From an optimization exercise on the open Yosys and OpenROAD flow, aimed at small area and a short achievable clock period; shortcuts taken in it are not production practice.
In this exercise RTL edits were held to simulation tests only and were not proved equivalent to the original.

==> inputs of lagoon <==
## churn_core
module churn_core (
    input              clk,
    input              rst,           
    input              ce,            
    input              start,         
    input      [12:0]  prog_len,      
    input      [31:0]  budget,        
    input              xbank_sat,     
    input      [63:0]  win_dcn,       
    input      [31:0]  win_count,     
    input      [6:0]   position,      
    output             busy,
    output             done,
    output reg [31:0]  last_cycles,
    output             pm_rd,
    output     [11:0]  pm_addr,
    input      [31:0]  pm_data,
    output             x_rd,
    output     [10:0]  x_addr,
    input      [127:0] x_data,
    output             y_rd,
    output     [12:0]  y_addr,
    input      [95:0]  y_data,
    output             z_rd,
    output     [12:0]  z_raddr,
    input      [127:0] z_rdata,
    output     [3:0]   z_we,
    output     [12:0]  z_waddr,
    output     [127:0] z_wdata,
    output             rec_hdr,
    output     [10:0]  rec_words,
    output     [3:0]   rec_flags,
    output     [15:0]  rec_outno,
    output             rec_dat,
    output     [3:0]   rec_mask,
    output     [127:0] rec_data
);
==> flow/config.mk <==
export PLATFORM = sky130hd
export DESIGN_NAME = churn_core
export DESIGN_NICKNAME = churn_core
export VERILOG_FILES = /design/flow/design.v
export SDC_FILE = /design/flow/constraint.sdc
export NUM_CORES = 8
export LEC_CHECK = 0
export ABC_AREA = 1
export CAP_MARGIN = 30
export CORE_MARGIN = 2
export CORE_UTILIZATION = 45
export SLEW_MARGIN = 30
==> flow/constraint.sdc <==
create_clock -name core_clock -period 22.0 [get_ports {clk}]
set_input_delay 4.4000 -clock core_clock [delete_from_list [all_inputs] [get_ports {clk}]]
set_output_delay 4.4000 -clock core_clock [all_outputs]
set_load 0.01 [all_outputs]
standard.sh (not shown) runs the stock make flow with config.mk's settings and CLKGATE_MAP_FILE= SYNTH_SCRIPT=/design/flow/synth_recipe.tcl, a recipe that flattens the netlist after the stock synthesis.
==> flow/flow/run.sh <==
#!/bin/bash
# Layout: the standard flow (standard synthesis unchanged) in two runs
# of standard.sh, both with the timing repair asked to leave setup slack of
# SETUP_SLACK_MARGIN ns at the design's own clock period and constraints,
# free to resize cells to other footprints, and with buf_2 as the port
# buffer. The second run (global and detailed routing, finish) does not
# clone gates, so its repair adds no load that its slew and capacitance
# repair, which runs before it, has not seen. Each run's make output goes to
# a log of its own; each tool's own log is under orfs/logs.
set -euo pipefail
COMMON=(SETUP_SLACK_MARGIN=12 MATCH_CELL_FOOTPRINT=0 'BUFFER_PORTS_ARGS=-buffer_cell sky130_fd_sc_hd__buf_2')
bash standard.sh "${COMMON[@]}" cts > standard_to_cts.log 2>&1
bash standard.sh "${COMMON[@]}" SKIP_GATE_CLONING=1 finish > standard_finish.log 2>&1
==> inputs of quartz, as changes to lagoon <==
--- a/flow/design.v
+++ b/flow/design.v
@@ -70,12 +70,10 @@
     reg [4:0]  xsh, zsh;
     reg [31:0] kreg [0:7];
     reg [31:0] mval;
     reg [12:0] midx;
     reg [11:0] sub;           
-    reg        frst;          
-    reg [11:0] pc1;           
     reg        fin;           
     reg        rep;           
     reg [11:0] repf;          
     reg [31:0] cyc;
     reg        ge_f;          
@@ -128,11 +126,11 @@
     wire abort   = bound && !rep && ge_f;
     wire beyond  = bound && !abort && bey_f;
     wire do_fetch = bound && !abort && !beyond && !bhit;
     wire exec    = (phase == PH_EXEC) || (bound && !abort && !beyond && bhit);
     wire act     = ce && exec;
-    wire        first  = frst;
+    wire        first  = &sub;
     wire        mm_lb  = (sub[10:0] == c[12:2]);            
     wire        out_lb = (sub[10:0] == {3'd0, c[9:2]});     
     reg last_nr;
     always @* begin
         if (is_suma || is_jmp)  last_nr = !first;
@@ -141,11 +139,11 @@
         else if (is_out)        last_nr = !first && out_lb;
         else                    last_nr = 1'b1;
     end
     wire last = rep ? (sub == repf) : last_nr;
     wire halt = !rep && is_halt;              
-    wire [11:0] la = (is_jmp || (f_br && !first)) ? c[11:0] : pc1;
+    wire [11:0] la = (is_jmp || (f_br && !first)) ? c[11:0] : pc + 12'd1;
     wire        any_hit;
     wire start_now = !rst && ce && idle && start;
     wire op_now    = !rst && act;
     wire next_now  = op_now && last && !halt;    
     wire fill_now  = !rst && ce && do_fetch;
@@ -260,11 +258,10 @@
         end else if (ce) begin
             if (idle) begin
                 if (start) begin
                     phase <= PH_BOUND;
                     pc <= 12'd0;
-                    pc1 <= 12'd1;
                     px <= 11'd0;
                     py <= 13'd0;
                     pz <= 13'd0;
                     xsh <= 5'd0;
                     zsh <= 5'd0;
@@ -276,11 +273,10 @@
                     xsat_s <= xbank_sat;
                     zsat_s <= 1'b0;
                     outno <= 16'd0;
                     rep <= 1'b0;
                     sub <= 12'hFFF;
-                    frst <= 1'b1;
                 end
             end else begin
                 cyc <= cyc_n;
                 ge_f <= (cyc_n == budget) || (ge_f && (cyc_n != 32'd0));
                 if (abort || beyond) begin
@@ -292,29 +288,26 @@
                 if (do_fetch)
                     phase <= PH_EXEC;
                 if (exec) begin
                     if (last) begin
                         sub <= 12'hFFF;
-                        frst <= 1'b1;
                         fin <= 1'b0;
                         if (halt) begin
                             phase <= PH_IDLE;
                             last_cycles <= cyc_n;
                         end else begin
                             phase <= PH_BOUND;
                             pc <= la;
-                            pc1 <= la + 12'd1;
                             bey_f <= ({1'b0, la} >= prog_len);
                             bhit <= any_hit;
                             rep <= !rep && is_rpt;
                             if (!rep && is_rpt)
                                 repf <= {2'b00, c[9:0]} - 12'd1;
                         end
                     end else begin
                         phase <= PH_EXEC;
                         sub <= sub + 12'd1;
-                        frst <= 1'b0;
                         if (is_mm && !first && mm_lb)
                             fin <= 1'b1;
                     end
                     if (kw_en)
                         kreg[ka] <= kw_val;
@@ -441,32 +434,12 @@
     output        xcl,           
     output        ldsat,         
     output reg [31:0] st_res,    
     output reg    st_sat
 );
-    reg [57:0] acc_p;
-    reg [56:0] acc_g;
-    wire [57:0] kg0 = {1'b0, acc_g}, kp0 = acc_p;
-    wire [57:0] kg1, kp1, kg2, kp2, kg3, kp3, kg4, kp4, kg5, kp5, kg6;
-    wire [57:0] fsum;
-    genvar j;
-    generate
-        for (j = 0; j < 58; j = j + 1) begin : ks
-            assign kg1[j] = (j >= 1)  ? kg0[j] | (kp0[j] & kg0[j-1])  : kg0[j];
-            assign kp1[j] = (j >= 1)  ? kp0[j] & kp0[j-1]  : kp0[j];
-            assign kg2[j] = (j >= 2)  ? kg1[j] | (kp1[j] & kg1[j-2])  : kg1[j];
-            assign kp2[j] = (j >= 2)  ? kp1[j] & kp1[j-2]  : kp1[j];
-            assign kg3[j] = (j >= 4)  ? kg2[j] | (kp2[j] & kg2[j-4])  : kg2[j];
-            assign kp3[j] = (j >= 4)  ? kp2[j] & kp2[j-4]  : kp2[j];
-            assign kg4[j] = (j >= 8)  ? kg3[j] | (kp3[j] & kg3[j-8])  : kg3[j];
-            assign kp4[j] = (j >= 8)  ? kp3[j] & kp3[j-8]  : kp3[j];
-            assign kg5[j] = (j >= 16) ? kg4[j] | (kp4[j] & kg4[j-16]) : kg4[j];
-            assign kp5[j] = (j >= 16) ? kp4[j] & kp4[j-16] : kp4[j];
-            assign kg6[j] = (j >= 32) ? kg5[j] | (kp5[j] & kg5[j-32]) : kg5[j];
-            assign fsum[j] = (j >= 1) ? acc_p[j] ^ kg6[j-1] : acc_p[j];
-        end
-    endgenerate
+    reg [57:0] acc_s, acc_c;     
+    wire [57:0] fsum = acc_s + acc_c;
     assign fovf = (fsum[57:55] != 3'b000) && (fsum[57:55] != 3'b111);
     assign accv = !fovf ? fsum[55:0] :
                   fsum[57] ? {1'b1, 55'd0} : {1'b0, {55{1'b1}}};
     wire [32:0] xsr = {x, 1'b0} >> xsh;
     assign xcl = (|(x[31:23] & xma)) || (xmb_on && (&(x | ~xmb)));
@@ -498,15 +471,15 @@
     wire [55:0] base = clr ? 56'd0 : ldz ? ld_res : accv;
     wire [57:0] mac_s, mac_c;
     churn_mac_csa u_mac (.h(xm), .r(bm), .coef(coef_g), .acc(base), .s(mac_s), .c(mac_c));
     always @(posedge clk) begin
         if (suma) begin
-            acc_p <= LANE0 ? (suma_s ^ suma_c) : 58'd0;
-            acc_g <= LANE0 ? (suma_s[56:0] & suma_c[56:0]) : 57'd0;
+            acc_s <= LANE0 ? suma_s : 58'd0;
+            acc_c <= LANE0 ? suma_c : 58'd0;
         end else begin
-            acc_p <= mac_s ^ mac_c;
-            acc_g <= mac_s[56:0] & mac_c[56:0];
+            acc_s <= mac_s;
+            acc_c <= mac_c;
         end
     end
 endmodule
 module churn_maxmin (
     input  [31:0]  best,
==> flow/flow/run.sh (replaced) <==
#!/bin/bash
# Layout: the standard flow (standard synthesis unchanged) in two runs
# of standard.sh. Up to clock tree synthesis the timing repair is asked to
# leave setup slack of SETUP_SLACK_MARGIN ns at the design's own clock
# period and constraints; after it, routing runs as standard (margin 0), so
# its repair only fixes slew, capacitance and real violations. Cells may be
# resized to other footprints, and ports are buffered with buf_4. Each run's
# make output goes to a log of its own; each tool's log is under orfs/logs.
set -euo pipefail
COMMON=(MATCH_CELL_FOOTPRINT=0 'BUFFER_PORTS_ARGS=-buffer_cell sky130_fd_sc_hd__buf_4')
bash standard.sh "${COMMON[@]}" SETUP_SLACK_MARGIN=11.5 cts > standard_to_cts.log 2>&1
bash standard.sh "${COMMON[@]}" SETUP_SLACK_MARGIN=0 finish > standard_finish.log 2>&1
==> flow/config.mk (replaced) <==
export PLATFORM = sky130hd
export DESIGN_NAME = churn_core
export DESIGN_NICKNAME = churn_core
export VERILOG_FILES = /design/flow/design.v
export SDC_FILE = /design/flow/constraint.sdc
export NUM_CORES = 8
export LEC_CHECK = 0
export CAP_MARGIN = 20
export CORE_MARGIN = 2
export CORE_UTILIZATION = 35
export SLEW_MARGIN = 20
==> qor.txt <==
Failed Checks: capacitance limit
r2r worst-path depth: 30
syn_nets: 25800
MaxCap Viol Count: 1
status: failed layout checks
Post-CTS Setup Bufs: 434
[end of results for quartz]
==> qor.txt <==
status: timing/DRC/antenna clean
MaxCap Viol Count: 0
r2r worst-path depth: 33
[end of results for lagoon]

==> port drivers added, routing unchanged <==
How much do the figures lean on ideal ports? The routed layouts below were timed once more, with nothing changed but the port constraints.
Step 1 assumes that a clkbuf_16 drives the clock port and a buf_2 every other input.
Step 2 also shifts input and output timing later by t, the mid clock arrival at the registers, as if the neighbouring blocks saw the same clock.
a / b / c = ideal / step 1 / step 2; a / b = the first two.
| run | shift t [ns] | setup slack, ns | worst hold slack (ns) |
|---|---|---|---|
| lagoon | 1.146 | 11.831 / 11.684 / 10.845 | 0.355 / 0.355 / 0.355 |
| quartz | 1.110 | 10.278 / 10.156 / 10.004 | 0.350 / 0.350 / 0.350 |
The setup slack of lagoon, which loses most, moves by -0.147 ns with the drivers and by -0.986 ns with both steps.
